Source: an optimization exercise on an open RTL-to-GDS flow (aim: small area, a short achievable clock period and few clock cycles). Production flows keep margins and buffers that such runs may drop.
At most, simulation tests tie the RTL to the original design; equivalence was not proved.

==> v31 <==
==> flow/design.v (excerpt) <==
module lve_modarith (
    input  wire        clk,
    input  wire        rst,         
    input  wire        in_valid,
    output wire        in_ready,
    input  wire [3:0]  in_op,
    input  wire        in_qsel,     
    input  wire [3:0]  in_imm,
    input  wire [31:0] in_a,
    input  wire [31:0] in_b,
    input  wire [31:0] in_w,
    output wire        out_valid,
    output wire [31:0] out_r0,
    output wire [31:0] out_r1
);
clock: 30.0 ns
lec_check: 0
cap_margin: 20
core_margin: 2
core_utilization: 40
cts_buf_list: sky130_fd_sc_hd__clkbuf_8
cts_cluster_size: 24
slew_margin: 20
standard.sh (not shown) runs the stock make flow with config.mk's settings and CLKGATE_MAP_FILE= SYNTH_SCRIPT=/design/flow/synth_recipe.tcl, a recipe that flattens the netlist after the stock synthesis.
==> flow/flow/run.sh <==
#!/bin/bash
set -euo pipefail
bash standard.sh \
  BUFFER_PORTS_ARGS="-buffer_cell sky130_fd_sc_hd__buf_4" \
  SETUP_SLACK_MARGIN=23 \
  finish > flow_layout.log 2>&1
==> v5: changes against v31 <==
--- a/flow/design.v
+++ b/flow/design.v
@@ -9,24 +9,32 @@
     input  wire [W-1:0] x,
     output wire [W-1:0] r
 );
     wire [W:0] d = {1'b0, x} - {1'b0, Q};
     assign r = d[W] ? x : d[W-1:0];
 endmodule
-module lve_redk (
+module lve_redks (
     input  wire [15:0] x,
     output wire [11:0] r
 );
     localparam [383:0] TH = {12'd237, 12'd1518, 12'd2799, 12'd751, 12'd2032, 12'd3313, 12'd1265, 12'd2546, 12'd498, 12'd1779, 12'd3060, 12'd1012, 12'd2293, 12'd245, 12'd1526, 12'd2807, 12'd759, 12'd2040, 12'd3321, 12'd1273, 12'd2554, 12'd506, 12'd1787, 12'd3068, 12'd1020, 12'd2301, 12'd253, 12'd1534, 12'd2815, 12'd767, 12'd2048, 12'd0};
-    localparam [447:0] TL = {14'd13292, 14'd14573, 14'd15854, 14'd13806, 14'd15087, 14'd16368, 14'd14320, 14'd15601, 14'd13553, 14'd14834, 14'd16115, 14'd14067, 14'd15348, 14'd13300, 14'd14581, 14'd15862, 14'd13814, 14'd15095, 14'd16376, 14'd14328, 14'd15609, 14'd13561, 14'd14842, 14'd16123, 14'd14075, 14'd15356, 14'd13308, 14'd14589, 14'd15870, 14'd13822, 14'd15103, 14'd13055};
     wire [11:0] th = TH[x[15:11] * 12 +: 12];
-    wire [13:0] tl = TL[x[15:11] * 14 +: 14];
     wire [12:0] t = {2'b0, x[10:0]} + {1'b0, th};
-    wire [13:0] d = {3'b0, x[10:0]} + tl;                      
+    wire [13:0] d = {1'b0, t} - 14'd3329;
     assign r = d[13] ? t[11:0] : d[11:0];
 endmodule
+module lve_redk12 (
+    input  wire [15:0] x,
+    output wire [11:0] r
+);
+    localparam [191:0] TH = {12'd1518, 12'd751, 12'd3313, 12'd2546, 12'd1779, 12'd1012, 12'd245, 12'd2807, 12'd2040, 12'd1273, 12'd506, 12'd3068, 12'd2301, 12'd1534, 12'd767, 12'd0};
+    wire [11:0] th = TH[x[15:12] * 12 +: 12];
+    wire [12:0] t = {1'b0, x[11:0]} + {1'b0, th};
+    wire [12:0] d = t - 13'd3329;
+    assign r = t[12] ? d[11:0] : t[11:0];
+endmodule
 module lve_montk (
     input  wire [26:0] x,
     output wire [12:0] r
 );
     wire [19:0] x1 = {1'b0, x[26:8]} + 20'd3329 - {8'd0, x[7:0], 3'd0} - {10'd0, x[7:0], 2'd0} - {12'd0, x[7:0]};
     wire [13:0] x2 = {2'd0, x1[19:8]} + 14'd3329 - {3'd0, x1[7:0], 3'd0} - {4'd0, x1[7:0], 2'd0} - {6'd0, x1[7:0]};
@@ -84,17 +92,17 @@
     wire        s_neg = (op0 == OP_MNEG);
     wire        s_sub = (op0 != OP_MADD);
     wire [24:0] sa = s_neg ? 25'd0 : {1'b0, ap};
     wire [24:0] sb = ({1'b0, s_neg ? ap : bp}) ^ {25{s_sub}};
     wire [24:0] sx = sa + sb + {24'd0, s_sub} + (s_sub ? 25'd16760834 : 25'd0);
     wire [11:0] akr, bkr, wkr, a1r, b1r;
-    lve_redk u_ka0 (.x(a0[15:0]),  .r(akr));
-    lve_redk u_kb0 (.x(b0[15:0]),  .r(bkr));
-    lve_redk u_kw  (.x(w0[15:0]),  .r(wkr));
-    lve_redk u_ka1 (.x(a0[31:16]), .r(a1r));
-    lve_redk u_kb1 (.x(b0[31:16]), .r(b1r));
+    lve_redks u_ka0 (.x(a0[15:0]),  .r(akr));
+    lve_redks u_kb0 (.x(b0[15:0]),  .r(bkr));
+    lve_redk12 u_kw  (.x(w0[15:0]),  .r(wkr));
+    lve_redk12 u_ka1 (.x(a0[31:16]), .r(a1r));
+    lve_redk12 u_kb1 (.x(b0[31:16]), .r(b1r));
     wire [12:0] kad = {1'b0, akr} + {1'b0, bkr};
     wire [12:0] kas = {1'b0, akr} + {1'b0, bkr} - 13'd3329;
     wire [11:0] kadd = kas[12] ? kad[11:0] : kas[11:0];
     wire [12:0] ksd = {1'b0, akr} - {1'b0, bkr};
     wire [12:0] kss = {1'b0, akr} - {1'b0, bkr} + 13'd3329;
     wire [11:0] ksub = ksd[12] ? kss[11:0] : ksd[11:0];
@@ -230,13 +238,13 @@
     wire [13:0] cx2 = {2'd0, cx1r[19:8]} + 14'd3329 - {3'd0, cx1r[7:0], 3'd0} - {4'd0, cx1r[7:0], 2'd0} - {6'd0, cx1r[7:0]};
     wire [9:0]  p2h = ({1'b0, u4r[22:0]} + 24'd4095) >> 13;
     wire [23:0] dal = imm3[0] ? {d4[5:0], 9'd0} * 10'd1023 : {d4[5:0], 11'd0} * 7'd93;
     reg [38:0] e5;
     reg [24:0] u5r;
     reg [3:0]  op4;
-    reg        qs4, kf4, gs4, ks4;
+    reg        qs4, kf4, gs4, fd4;
     always @(posedge clk) begin
         e5 <= {14'd0, dm2};
         if (!qs3) e5 <= {26'd0, k4};
         case (op3)
             OP_MBAR:   e5 <= qs3 ? {12'd0, df2} : {13'd0, sg};
             OP_CMPR, OP_DCMPR: e5 <= {27'd0, d4[11:0]};
@@ -245,34 +253,32 @@
             OP_BMUL:   e5 <= {cx2[12:0], sg};
             default:   ;
         endcase
         u5r <= u4r;
         op4 <= op3; qs4 <= qs3;
         kf4 <= (op3 == OP_BMUL) || (op3 == OP_MBAR && !qs3);   
+        fd4 <= (op3 == OP_MBAR) && qs3;                        
         gs4 <= (op3 == OP_GS);
-        ks4 <= (op3 == OP_CT) || (op3 == OP_GS) || (op3 == OP_P2R) || (op3 == OP_DECOMP);
     end
     wire [23:0] dm3 = {5'd0, e5[24:6]} + QD[23:0] - {1'b0, e5[5:0], 17'd0} + {11'd0, e5[5:0], 7'd0};
-    wire [23:0] dm3r;
-    lve_csub u_c3 (.x(dm3), .r(dm3r));
     wire [23:0] df3;
     lve_fold23 #(.W(27), .OW(24)) u_f3 (.x(e5[26:0]), .r(df3));
-    wire [23:0] df3r;
-    lve_csub u_c4 (.x(df3), .r(df3r));
+    wire [23:0] d3r;
+    lve_csub u_c3 (.x(fd4 ? df3 : dm3), .r(d3r));
     wire [12:0] mk3;
     lve_montk u_mk3 (.x({1'b0, e5[25:0]}), .r(mk3));
     wire [12:0] k5r, b5r;
     lve_csub #(.W(13), .Q(13'd3329)) u_c5 (.x(e5[12:0]), .r(k5r));
     lve_csub #(.W(13), .Q(13'd3329)) u_c6 (.x(e5[38:26]), .r(b5r));
-    wire [23:0] t5 = qs4 ? dm3r : {11'd0, k5r};                
+    wire [23:0] t5 = qs4 ? d3r : {11'd0, k5r};                 
     reg [23:0] t6, u6r, v6;
     reg        qs6, r0a6, r1s6, r1v6;
     always @(posedge clk) begin
         u6r <= kf4 ? 25'd0 : u5r;
         t6  <= gs4 ? 24'd0 : kf4 ? {11'd0, mk3} : (op4 == OP_P2R || op4 == OP_DECOMP) ? e5[23:0] : t5;
-        v6  <= (op4 == OP_MBAR && qs4) ? df3r : t5;
+        v6  <= t5;
         case (op4)
             OP_CMPR, OP_DCMPR: v6 <= {12'd0, e5[11:0]};
             OP_P2R, OP_DECOMP: v6 <= {14'd0, e5[35:26]};
             OP_BMUL:   v6 <= {11'd0, b5r};
             default:   ;
         endcase
==> flow/flow/run.sh (replaced) <==
#!/bin/bash
set -euo pipefail
bash standard.sh \
  BUFFER_PORTS_ARGS="-buffer_cell sky130_fd_sc_hd__buf_2" \
  SETUP_SLACK_MARGIN=22.8 \
  finish > flow_layout.log 2>&1
Settings changed: CORE_UTILIZATION 40 to 55, CTS_BUF_LIST sky130_fd_sc_hd__clkbuf_8 to default, CTS_CLUSTER_DIAMETER from default to 100.
==> v6: changes against v31 <==
--- a/flow/design.v
+++ b/flow/design.v
@@ -13,16 +13,50 @@
     assign r = d[W] ? x : d[W-1:0];
 endmodule
 module lve_redk (
     input  wire [15:0] x,
     output wire [11:0] r
 );
-    localparam [383:0] TH = {12'd237, 12'd1518, 12'd2799, 12'd751, 12'd2032, 12'd3313, 12'd1265, 12'd2546, 12'd498, 12'd1779, 12'd3060, 12'd1012, 12'd2293, 12'd245, 12'd1526, 12'd2807, 12'd759, 12'd2040, 12'd3321, 12'd1273, 12'd2554, 12'd506, 12'd1787, 12'd3068, 12'd1020, 12'd2301, 12'd253, 12'd1534, 12'd2815, 12'd767, 12'd2048, 12'd0};
-    localparam [447:0] TL = {14'd13292, 14'd14573, 14'd15854, 14'd13806, 14'd15087, 14'd16368, 14'd14320, 14'd15601, 14'd13553, 14'd14834, 14'd16115, 14'd14067, 14'd15348, 14'd13300, 14'd14581, 14'd15862, 14'd13814, 14'd15095, 14'd16376, 14'd14328, 14'd15609, 14'd13561, 14'd14842, 14'd16123, 14'd14075, 14'd15356, 14'd13308, 14'd14589, 14'd15870, 14'd13822, 14'd15103, 14'd13055};
-    wire [11:0] th = TH[x[15:11] * 12 +: 12];
-    wire [13:0] tl = TL[x[15:11] * 14 +: 14];
+    reg [11:0] th;
+    reg [13:0] tl;
+    always @(*) begin
+        case (x[15:11])
+            5'd0: begin th = 12'd0; tl = 14'd13055; end
+            5'd1: begin th = 12'd2048; tl = 14'd15103; end
+            5'd2: begin th = 12'd767; tl = 14'd13822; end
+            5'd3: begin th = 12'd2815; tl = 14'd15870; end
+            5'd4: begin th = 12'd1534; tl = 14'd14589; end
+            5'd5: begin th = 12'd253; tl = 14'd13308; end
+            5'd6: begin th = 12'd2301; tl = 14'd15356; end
+            5'd7: begin th = 12'd1020; tl = 14'd14075; end
+            5'd8: begin th = 12'd3068; tl = 14'd16123; end
+            5'd9: begin th = 12'd1787; tl = 14'd14842; end
+            5'd10: begin th = 12'd506; tl = 14'd13561; end
+            5'd11: begin th = 12'd2554; tl = 14'd15609; end
+            5'd12: begin th = 12'd1273; tl = 14'd14328; end
+            5'd13: begin th = 12'd3321; tl = 14'd16376; end
+            5'd14: begin th = 12'd2040; tl = 14'd15095; end
+            5'd15: begin th = 12'd759; tl = 14'd13814; end
+            5'd16: begin th = 12'd2807; tl = 14'd15862; end
+            5'd17: begin th = 12'd1526; tl = 14'd14581; end
+            5'd18: begin th = 12'd245; tl = 14'd13300; end
+            5'd19: begin th = 12'd2293; tl = 14'd15348; end
+            5'd20: begin th = 12'd1012; tl = 14'd14067; end
+            5'd21: begin th = 12'd3060; tl = 14'd16115; end
+            5'd22: begin th = 12'd1779; tl = 14'd14834; end
+            5'd23: begin th = 12'd498; tl = 14'd13553; end
+            5'd24: begin th = 12'd2546; tl = 14'd15601; end
+            5'd25: begin th = 12'd1265; tl = 14'd14320; end
+            5'd26: begin th = 12'd3313; tl = 14'd16368; end
+            5'd27: begin th = 12'd2032; tl = 14'd15087; end
+            5'd28: begin th = 12'd751; tl = 14'd13806; end
+            5'd29: begin th = 12'd2799; tl = 14'd15854; end
+            5'd30: begin th = 12'd1518; tl = 14'd14573; end
+            default: begin th = 12'd237; tl = 14'd13292; end
+        endcase
+    end
     wire [12:0] t = {2'b0, x[10:0]} + {1'b0, th};
     wire [13:0] d = {3'b0, x[10:0]} + tl;                      
     assign r = d[13] ? t[11:0] : d[11:0];
 endmodule
 module lve_montk (
     input  wire [26:0] x,
@@ -145,36 +179,35 @@
     reg        qs1;
     always @(posedge clk) begin
         x2r <= x1; y2r <= y1; u2r <= u1; v2r <= v1;
         op1 <= op0; qs1 <= qs0; imm1 <= imm0;
     end
     wire [23:0] p00 = x2r[11:0] * y2r[11:0];
-    wire [25:0] pc  = x2r[11:0] * y2r[23:12] + x2r[24:12] * y2r[11:0];
+    wire [23:0] pca = x2r[11:0] * y2r[23:12];
+    wire [24:0] pcb = x2r[24:12] * y2r[11:0];
     wire [24:0] p11 = x2r[24:12] * y2r[23:12];
     wire [12:0] gm;
     lve_montk u_mg (.x(v2r), .r(gm));                          
-    reg [23:0] p00_3;
-    reg [25:0] pc_3;
-    reg [24:0] p11_3, u3r;
+    reg [23:0] p00_3, pca_3;
+    reg [24:0] pcb_3, p11_3, u3r;
     reg [3:0]  op2, imm2;
-    reg        qs2, dec2;
+    reg        qs2;
     always @(posedge clk) begin
-        p00_3 <= p00; pc_3 <= pc; p11_3 <= p11;
+        p00_3 <= p00; pca_3 <= pca; pcb_3 <= pcb; p11_3 <= p11;
         case (op1)
             OP_GS:   u3r <= {1'b0, u2r} + {1'b0, v2r[23:0]};   
             OP_BMUL: u3r <= {12'd0, gm};
             default: u3r <= {1'b0, u2r};
         endcase
         op2 <= op1; qs2 <= qs1; imm2 <= imm1;
-        dec2 <= (op1 == OP_DECOMP);
     end
-    wire [12:0] pl13 = {p00_3[12] ^ pc_3[0], p00_3[11:0]};
-    wire [1:0]  c13  = {1'b0, p00_3[12]} + {1'b0, pc_3[0]};
+    wire [12:0] pl13 = {p00_3[12] ^ pca_3[0] ^ pcb_3[0], p00_3[11:0]};
+    wire [1:0]  c13  = {1'b0, p00_3[12]} + {1'b0, pca_3[0]} + {1'b0, pcb_3[0]};
     wire [36:0] o1 = {26'd0, p00_3[23:13]};
-    wire [36:0] o2 = {12'd0, pc_3[25:1]};
-    wire [36:0] o3 = 37'd0;
+    wire [36:0] o2 = {14'd0, pca_3[23:1]};
+    wire [36:0] o3 = {13'd0, pcb_3[24:1]};
     wire [36:0] o4 = {1'b0, p11_3, 11'd0};
     wire [36:0] o5 = {24'd0, pl13};
     wire [36:0] o6 = {14'd0, ~pl13, 10'd0};                    
     wire [36:0] o7 = 37'd8373250 + {36'd0, c13[1]};            
     wire [36:0] s1a, c1a, s1b, c1b, s2a, c2a, s2b, c2b, ds, dc;
     lve_csa3 u_d1 (.x(o1), .y(o2), .z(o3), .s(s1a), .c(c1a));
@@ -182,18 +215,18 @@
     lve_csa3 u_d3 (.x(s1a), .y(c1a), .z(s1b), .s(s2a), .c(c2a));
     lve_csa3 u_d4 (.x(c1b), .y(o7), .z(s2a), .s(s2b), .c(c2b));
     lve_csa3 u_d5 (.x(s2b), .y(c2b), .z(c2a), .s(ds), .c(dc));
     wire [13:0] dlo = {1'b0, ds[12:0]} + {1'b0, dc[12:0]};
     wire [12:0] mk1;
     lve_montk u_mk1 (.x({3'd0, p00_3}), .r(mk1));
-    wire [8:0]  cl8 = {1'b0, pc_3[7:0]};
-    wire [19:0] cx1 = {2'd0, pc_3[25:8]} +
+    wire [8:0]  cl8 = {1'b0, pca_3[7:0]} + {1'b0, pcb_3[7:0]};
+    wire [19:0] cx1 = {4'd0, pca_3[23:8]} + {3'd0, pcb_3[24:8]} + {19'd0, cl8[8]} +
                       20'd3329 - {9'd0, cl8[7:0], 3'd0} - {10'd0, cl8[7:0], 2'd0} - {12'd0, cl8[7:0]};
     wire [36:0] dcc = imm2[0] ? 37'd67108736 : 37'd67108258;
-    wire [36:0] pm  = {25'd0, p00_3[23:12]} + {11'd0, pc_3} + {p11_3, 12'd0} +
-                      (dec2 ? dcc : 37'd0);
+    wire [36:0] pm  = {25'd0, p00_3[23:12]} + {13'd0, pca_3} + {12'd0, pcb_3} + {p11_3, 12'd0} +
+                      ((op2 == OP_DECOMP) ? dcc : 37'd0);
     wire [6:0]  dq  = pm[33:27];
     wire [5:0]  dqr = (dq == (imm2[0] ? 7'd16 : 7'd44)) ? 6'd0 : dq[5:0];
     wire [12:0] cz   = pm[22:10];
     wire [3:0]  csh  = 4'd12 - imm2;
     wire [12:0] czs  = cz >> csh;
     wire [12:0] czr  = czs + 13'd1;
@@ -220,14 +253,16 @@
         k4  <= mk1;
         u4r <= u3r;
         op3 <= op2; qs3 <= qs2; imm3 <= imm2;
     end
     wire [24:0] dm2 = {1'b0, d4[47:24]} + {1'b0, d4[23:0]} + {24'd0, dlo4[13]} +
                       QD - {2'd0, dlo4[12:0], 10'd0} + {12'd0, dlo4[12:0]};
-    wire [26:0] df2 = {4'd0, d4[22:0]} + {4'd0, d4[32:23], 13'd0} + {1'b0, d4[45:33], 13'd0} -
-                      {14'd0, d4[45:33]} - {4'd0, d4[45:23]} + d4[47:46] * 16'd49145 + 27'd16760834;
+    wire [38:0] df1;
+    lve_fold23 #(.W(48), .OW(39)) u_f1 (.x(d4), .r(df1));
+    wire [30:0] df2;
+    lve_fold23 #(.W(39), .OW(31)) u_f2 (.x(df1), .r(df2));
     wire [25:0] sg  = k4 * u4r[12:0] + {2'd0, d4[23:0]};
     wire [19:0] cx1r = d4[44:25];
     wire [13:0] cx2 = {2'd0, cx1r[19:8]} + 14'd3329 - {3'd0, cx1r[7:0], 3'd0} - {4'd0, cx1r[7:0], 2'd0} - {6'd0, cx1r[7:0]};
     wire [9:0]  p2h = ({1'b0, u4r[22:0]} + 24'd4095) >> 13;
     wire [23:0] dal = imm3[0] ? {d4[5:0], 9'd0} * 10'd1023 : {d4[5:0], 11'd0} * 7'd93;
     reg [38:0] e5;
@@ -235,13 +270,13 @@
     reg [3:0]  op4;
     reg        qs4, kf4, gs4, ks4;
     always @(posedge clk) begin
         e5 <= {14'd0, dm2};
         if (!qs3) e5 <= {26'd0, k4};
         case (op3)
-            OP_MBAR:   e5 <= qs3 ? {12'd0, df2} : {13'd0, sg};
+            OP_MBAR:   e5 <= qs3 ? {8'd0, df2} : {13'd0, sg};
             OP_CMPR, OP_DCMPR: e5 <= {27'd0, d4[11:0]};
             OP_P2R:    e5 <= {3'd0, p2h, 3'd0, p2h, 13'd0};
             OP_DECOMP: e5 <= {7'd0, d4[5:0], 2'd0, dal};
             OP_BMUL:   e5 <= {cx2[12:0], sg};
             default:   ;
         endcase
@@ -252,13 +287,13 @@
         ks4 <= (op3 == OP_CT) || (op3 == OP_GS) || (op3 == OP_P2R) || (op3 == OP_DECOMP);
     end
     wire [23:0] dm3 = {5'd0, e5[24:6]} + QD[23:0] - {1'b0, e5[5:0], 17'd0} + {11'd0, e5[5:0], 7'd0};
     wire [23:0] dm3r;
     lve_csub u_c3 (.x(dm3), .r(dm3r));
     wire [23:0] df3;
-    lve_fold23 #(.W(27), .OW(24)) u_f3 (.x(e5[26:0]), .r(df3));
+    lve_fold23 #(.W(31), .OW(24)) u_f3 (.x(e5[30:0]), .r(df3));
     wire [23:0] df3r;
     lve_csub u_c4 (.x(df3), .r(df3r));
     wire [12:0] mk3;
     lve_montk u_mk3 (.x({1'b0, e5[25:0]}), .r(mk3));
     wire [12:0] k5r, b5r;
     lve_csub #(.W(13), .Q(13'd3329)) u_c5 (.x(e5[12:0]), .r(k5r));
==> flow/run.sh (new file) <==
#!/bin/bash
# synth_recipe.tcl (not shown) runs the flow's synth.tcl, then flattens the netlist and writes it again
# the make line also repeats each setting of config.mk as NAME=value (left out here)
make -C /OpenROAD-flow-scripts/flow DESIGN_CONFIG=/design/flow/config.mk WORK_HOME=/design/flow/orfs CLKGATE_MAP_FILE= SYNTH_SCRIPT=/design/flow/synth_recipe.tcl finish
Settings changed: CTS_BUF_LIST sky130_fd_sc_hd__clkbuf_8 to default, CTS_CLUSTER_SIZE 24 to default.
removed: flow/flow/run.sh
removed: flow/standard.sh
==> v32: changes against v31 <==
--- a/flow/design.v
+++ b/flow/design.v
@@ -9,22 +9,20 @@
     input  wire [W-1:0] x,
     output wire [W-1:0] r
 );
     wire [W:0] d = {1'b0, x} - {1'b0, Q};
     assign r = d[W] ? x : d[W-1:0];
 endmodule
-module lve_redk (
+module lve_redks (
     input  wire [15:0] x,
     output wire [11:0] r
 );
     localparam [383:0] TH = {12'd237, 12'd1518, 12'd2799, 12'd751, 12'd2032, 12'd3313, 12'd1265, 12'd2546, 12'd498, 12'd1779, 12'd3060, 12'd1012, 12'd2293, 12'd245, 12'd1526, 12'd2807, 12'd759, 12'd2040, 12'd3321, 12'd1273, 12'd2554, 12'd506, 12'd1787, 12'd3068, 12'd1020, 12'd2301, 12'd253, 12'd1534, 12'd2815, 12'd767, 12'd2048, 12'd0};
-    localparam [447:0] TL = {14'd13292, 14'd14573, 14'd15854, 14'd13806, 14'd15087, 14'd16368, 14'd14320, 14'd15601, 14'd13553, 14'd14834, 14'd16115, 14'd14067, 14'd15348, 14'd13300, 14'd14581, 14'd15862, 14'd13814, 14'd15095, 14'd16376, 14'd14328, 14'd15609, 14'd13561, 14'd14842, 14'd16123, 14'd14075, 14'd15356, 14'd13308, 14'd14589, 14'd15870, 14'd13822, 14'd15103, 14'd13055};
     wire [11:0] th = TH[x[15:11] * 12 +: 12];
-    wire [13:0] tl = TL[x[15:11] * 14 +: 14];
     wire [12:0] t = {2'b0, x[10:0]} + {1'b0, th};
-    wire [13:0] d = {3'b0, x[10:0]} + tl;                      
+    wire [13:0] d = {1'b0, t} - 14'd3329;
     assign r = d[13] ? t[11:0] : d[11:0];
 endmodule
 module lve_montk (
     input  wire [26:0] x,
     output wire [12:0] r
 );
@@ -84,17 +82,17 @@
     wire        s_neg = (op0 == OP_MNEG);
     wire        s_sub = (op0 != OP_MADD);
     wire [24:0] sa = s_neg ? 25'd0 : {1'b0, ap};
     wire [24:0] sb = ({1'b0, s_neg ? ap : bp}) ^ {25{s_sub}};
     wire [24:0] sx = sa + sb + {24'd0, s_sub} + (s_sub ? 25'd16760834 : 25'd0);
     wire [11:0] akr, bkr, wkr, a1r, b1r;
-    lve_redk u_ka0 (.x(a0[15:0]),  .r(akr));
-    lve_redk u_kb0 (.x(b0[15:0]),  .r(bkr));
-    lve_redk u_kw  (.x(w0[15:0]),  .r(wkr));
-    lve_redk u_ka1 (.x(a0[31:16]), .r(a1r));
-    lve_redk u_kb1 (.x(b0[31:16]), .r(b1r));
+    lve_redks u_ka0 (.x(a0[15:0]),  .r(akr));
+    lve_redks u_kb0 (.x(b0[15:0]),  .r(bkr));
+    lve_redks u_kw  (.x(w0[15:0]),  .r(wkr));
+    lve_redks u_ka1 (.x(a0[31:16]), .r(a1r));
+    lve_redks u_kb1 (.x(b0[31:16]), .r(b1r));
     wire [12:0] kad = {1'b0, akr} + {1'b0, bkr};
     wire [12:0] kas = {1'b0, akr} + {1'b0, bkr} - 13'd3329;
     wire [11:0] kadd = kas[12] ? kad[11:0] : kas[11:0];
     wire [12:0] ksd = {1'b0, akr} - {1'b0, bkr};
     wire [12:0] kss = {1'b0, akr} - {1'b0, bkr} + 13'd3329;
     wire [11:0] ksub = ksd[12] ? kss[11:0] : ksd[11:0];
Settings changed: CTS_BUF_LIST sky130_fd_sc_hd__clkbuf_8 to default, CTS_CLUSTER_SIZE 24 to default.
==> notes <==
v32 went through all stages and came out clean. v5 completed without violations. v31 finished clean. v6 finished with timing, DRC and antenna clean. In critical path depth, v31 and v5 do not differ. Hold slack, lowest first: v31, v32, v6, v5. Of v32 and v5, v5 has the higher fmax (gap 0.66%, measured against v5).
Testbench counts of v5, summed over its fixed seeds: cycles 16,056.
Testbench counts of v6, summed over its fixed seeds: cycles 16,056.
Testbench counts of v32, summed over its fixed seeds: cycles 16,056.
Function not checked in v31: the RTL went through the layout flow alone.

[separate check: timing with driven ports]
Ports are ideal in the flow. The routed layouts listed here were re-timed in OpenROAD.
Step 1 sets driving cells, clkbuf_16 on the clock port and buf_2 on the other inputs (assumed; they add their load-dependent delay and slew).
Step 2 moves the port delays by t, midway between the first and last clock arrival at a register: inputs arrive t later, outputs are due t later. That takes back most of the time a late clock gives input paths.
Slacks: ideal ports / drivers / drivers and shift; pairs: ideal ports / drivers.
run | t, ns | setup WS [ns] | hold WS [ns] | latest minus earliest clock arrival (ns)
v31 | 1.033 | 22.579 / 22.490 / 23.194 | 0.275 / 0.275 / 0.275 | 0.128 / 0.128
v5 | 0.787 | 22.782 / 22.698 / 22.964 | 0.329 / 0.329 / 0.329 | 0.052 / 0.052
v6 | 0.827 | 21.906 / 21.906 / 21.455 | 0.326 / 0.326 / 0.326 | 0.053 / 0.053
v32 | 0.828 | 22.734 / 22.641 / 23.013 | 0.322 / 0.322 / 0.322 | 0.112 / 0.112
After both steps setup and hold are still met in every run listed. For v6, which loses most, drivers alone change the setup slack by 0.000 ns; drivers and shift together by -0.451 ns.
